This design comes from an exercise in tuning for small area, a short achievable clock period and few clock cycles per item on the open sky130 flow, not from production work. Function was checked by simulation only, so behaviour that the tests miss may differ from the original. Power and IR drop assume default switching activity.

quartz:
Design sfl_rs_dec, start of the top module:
module sfl_rs_dec (
    input  wire       clk,
    input  wire       rst,
    input  wire       in_valid,
    output reg        in_ready,
    input  wire [9:0] in_sym,
    input  wire       in_short,
    output reg        err_valid,
    output reg  [9:0] err_pos,
    output wire [9:0] err_val,
    output reg        done,
    output reg        fail,
    output reg  [4:0] nerr
);
Size in the first run: roughly 7300 cells after synthesis, about 1600 flip-flops, about 78000 sq um of cells after synthesis.
==> flow/config.mk <==
export PLATFORM = sky130hd
export DESIGN_NAME = sfl_rs_dec
export DESIGN_NICKNAME = sfl_rs_dec
export VERILOG_FILES = /design/flow/design.v
export SDC_FILE = /design/flow/constraint.sdc
export NUM_CORES = 4
export LEC_CHECK = 0
export CAP_MARGIN = 10
export CORE_MARGIN = 2
export CORE_UTILIZATION = 30
export CTS_CLUSTER_DIAMETER = 60
export CTS_CLUSTER_SIZE = 30
export PLACE_DENSITY = 0.5
export SETUP_SLACK_MARGIN = 5
export SLEW_MARGIN = 10
export SYNTH_MEMORY_MAX_BITS = 16384
==> flow/constraint.sdc <==
create_clock -name core_clock -period 10.0 [get_ports {clk}]
set_input_delay 2.0000 -clock core_clock [delete_from_list [all_inputs] [get_ports {clk}]]
set_output_delay 2.0000 -clock core_clock [all_outputs]
set_load 0.01 [all_outputs]
run.sh (not shown) runs the stock make flow with config.mk's settings and CLKGATE_MAP_FILE= SYNTH_SCRIPT=/design/flow/synth_recipe.tcl, a recipe that flattens the netlist after the stock synthesis.
quartz finished every step from synthesis to the final layout, and the layout passed the timing, DRC and antenna checks.
Testbench counts of quartz, summed over its fixed seeds: cycles 105,239, codewords 192.
Relative to quartz, the following input files were edited for delta:
--- a/flow/design.v
+++ b/flow/design.v
@@ -175,18 +175,19 @@
     reg  [9:0] carry;
     reg  [9:0] sa_r, sb_r;       
     reg  [3:0] ch_k;             
     reg  [4:0] L;
     reg  [4:0] kr;               
     reg  [1:0] kc;               
     reg        chg;
     reg        k_short;
     reg        szero_r;
+    reg        sc_en;            
     reg        sc_rot, sc_clr;   
     reg  [1:0] ph;               
     reg  [1:0] phn;              
     wire [4:0] kw = kr - 5'd1;   
     wire [9:0] mul_out [0:3];
     wire [9:0] lam_new [0:3];
     wire [9:0] xsel    [0:3];
     wire [9:0] bs_new  [0:3];
     generate
@@ -200,28 +201,26 @@
                                 (kc == 2'd0) ? (chg ? lam[15] : bs[15]) : carry;
             wire [9:0] om_wr  = (sO && (kr != 5'd0) && (ph == kw[3:2]) && (kw[1:0] == g)) ? om_r : bs[g];
             assign bs_new[g]  = sU ? xprev :
                                 sN ? {9'd0, ph == 2'd0 && g == 1} : om_wr;
         end
     endgenerate
     wire [9:0] dsum = mul_out[0] ^ mul_out[1] ^ mul_out[2] ^ mul_out[3] ^ ((kc == 2'd0) ? 10'd0 : acc);
     wire       pre_bs  = sG | (sU && kc != 2'd3);
     wire       pre_f   = sU && kc != 2'd3;
-    wire       pre_rot = sO && kc == 2'd3;
     reg  [9:0] sc0 [0:3];
-    reg  [9:0] sc1 [0:3];
     always @(*) begin
         for (j = 0; j < 4; j = j + 1) begin
             case (phn)
-                2'd0: begin sc0[j] = sc[j];      sc1[j] = sc[(j + NSYN - 1) % NSYN]; end
-                2'd1: begin sc0[j] = sc[4 + j];  sc1[j] = sc[3 + j];  end
-                2'd2: begin sc0[j] = sc[8 + j];  sc1[j] = sc[7 + j];  end
-                default: begin sc0[j] = sc[12 + j]; sc1[j] = sc[11 + j]; end
+                2'd0:    sc0[j] = sc[j];
+                2'd1:    sc0[j] = sc[4 + j];
+                2'd2:    sc0[j] = sc[8 + j];
+                default: sc0[j] = sc[12 + j];
             endcase
         end
     end
     wire       in_chain = (ch_k != 4'd0);
     wire [9:0] smul     = gf_mul(sa_r, sb_r);
     wire       chg_n    = (acc != 10'd0) && ({L, 1'b0} <= {1'b0, kr});
     wire       chien_busy;
     reg        ld;               
     wire       c_drain;          
@@ -229,20 +228,20 @@
     always @(posedge clk) begin
         if (rst) begin
             {sI, sN, sD, sF, sG, sU, sO, sW} <= 8'b10000000;
             ch_k   <= 4'd0;
             ld     <= 1'b0;
             sc_rot <= 1'b0;
             sc_clr <= 1'b0;
         end else begin
             ld     <= ld_start;
-            sc_rot <= (sD | sO) && kc == 2'd2;
-            sc_clr <= sD && kc == 2'd2 && kr == 5'd29;
+            sc_rot <= (sD | sO) && kc == 2'd1;
+            sc_clr <= sD && kc == 2'd1 && kr == 5'd29;
             if (!sG && in_chain) begin
                 sa_r <= gf_sq(smul);
                 ch_k <= ch_k - 4'd1;
                 if (ch_k == 4'd1)
                     betr <= smul;
             end
             if (xfer) begin
                 L       <= 5'd0;
                 kr      <= 5'd0;
@@ -317,40 +316,40 @@
                 end
             end
             if (ld) begin
                 sW <= 1'b0;
                 sI <= 1'b1;
             end
         end
     end
     always @(posedge clk) begin
-        if (xfer) begin
-            for (j = 0; j < NSYN; j = j + 1)
-                sc[j] <= S[(NSYN - j) % NSYN];
-        end else if (sc_rot) begin
-            sc[0] <= sc[NSYN-1];
-            for (j = 1; j < NSYN; j = j + 1)
-                sc[j] <= (sc_clr && j < 16) ? 10'd0 : sc[j-1];
+        if (sc_en) begin
+            if (xfer)
+                for (j = 0; j < NSYN; j = j + 1)
+                    sc[j] <= S[(NSYN - j) % NSYN];
+            else begin
+                sc[0] <= sc[NSYN-1];
+                for (j = 1; j < NSYN; j = j + 1)
+                    sc[j] <= (sc_clr && j < 16) ? 10'd0 : sc[j-1];
+            end
         end
         if (xfer) begin
             ph  <= 2'd0;
             phn <= 2'd1;
         end else begin
             ph  <= ph + 2'd1;
             phn <= phn + 2'd1;
         end
         for (j = 0; j < 4; j = j + 1) begin
             if (sG)
                 posr[j] <= smul;
             else if (pre_f)
                 posr[j] <= f;
-            else if (pre_rot)
-                posr[j] <= sc1[j];
             else
                 posr[j] <= sc0[j];
             opa_r[j] <= pre_bs ? bs[4+j] : lam[4+j];
         end
         for (j = 0; j < 12; j = j + 1) begin
             lam[j] <= lam[j+4];
             bs[j]  <= bs[j+4];
         end
         for (j = 0; j < 4; j = j + 1) begin
@@ -364,24 +363,26 @@
     wire sfull_nn = last_acc | (sfull_n & ~xfer_n);      
     wire sI_nn    = (sI_n & ~xfer_n) | ld_start;
     wire rfirst_n = accept ? r_last : rfirst;
     always @(posedge clk) begin
         if (rst) begin
             rcnt     <= 10'd0;
             rfirst   <= 1'b1;
             sfull    <= 1'b0;
             xfer     <= 1'b0;
+            sc_en    <= 1'b0;
             v_r      <= 1'b0;
             in_ready <= 1'b1;
         end else begin
             v_r      <= accept;
             sfull    <= sfull_n;
             xfer     <= xfer_n;
+            sc_en    <= xfer_n | ((sD | sO) && kc == 2'd1);
             in_ready <= ~rfirst_n | ~(sfull_nn & ~sI_nn);
             if (accept) begin
                 if (rfirst)
                     r_short <= in_short;
                 if (r_last) begin
                     rcnt   <= 10'd0;
                     rfirst <= 1'b1;
                 end else begin
                     rcnt   <= rcnt + 10'd1;
[summary]
No stage failed in delta, and the final checks on the layout all came back clean.
The lower number of signal-net buffers in the layout of delta and quartz is in delta.
A origin of the worst setup path of done is what quartz shows, while in_ready belongs to delta.
Compared with quartz, in delta part of the power in registers went up 0.8 points, core footprint went down about 0.9%.
There was hardly any difference in met1 global-route usage between delta and quartz.
Going from quartz to delta, count of clock-buffer cells in the layout grew by a few percent.
Xor/xnor share of the synthesized area essentially unchanged between delta and quartz.
Re number of cells traversed by the worst register-to-register path: delta is 4 up on quartz.
delta improves on quartz in minimum clock period after layout.
Testbench counts of delta, summed over its fixed seeds: cycles 105,239, codewords 192.

[what the ideal ports hide]
The flow's constraints put no driver on any port. The routed layouts listed below were extracted and timed again, unchanged, in two steps. Step 1: set_driving_cell puts a clkbuf_16 on clk and a buf_2 on each other input, an assumption about the parent block. Step 2 also shifts input and output timing later by t, the mid clock arrival at the registers, as if the neighbouring blocks saw the same clock. Slacks: ideal ports / drivers / drivers and shift; pairs: ideal ports / drivers.
run	t, ns	setup WS [ns]	worst data-port slew with drivers (ns)
quartz	0.871	6.095 / 6.003 / 6.198	0.04
delta	0.887	6.218 / 6.127 / 5.778	0.09
After both steps every run listed still meets setup and hold. The setup slack of delta, which loses most, moves by -0.091 ns with the drivers and by -0.440 ns with both steps.
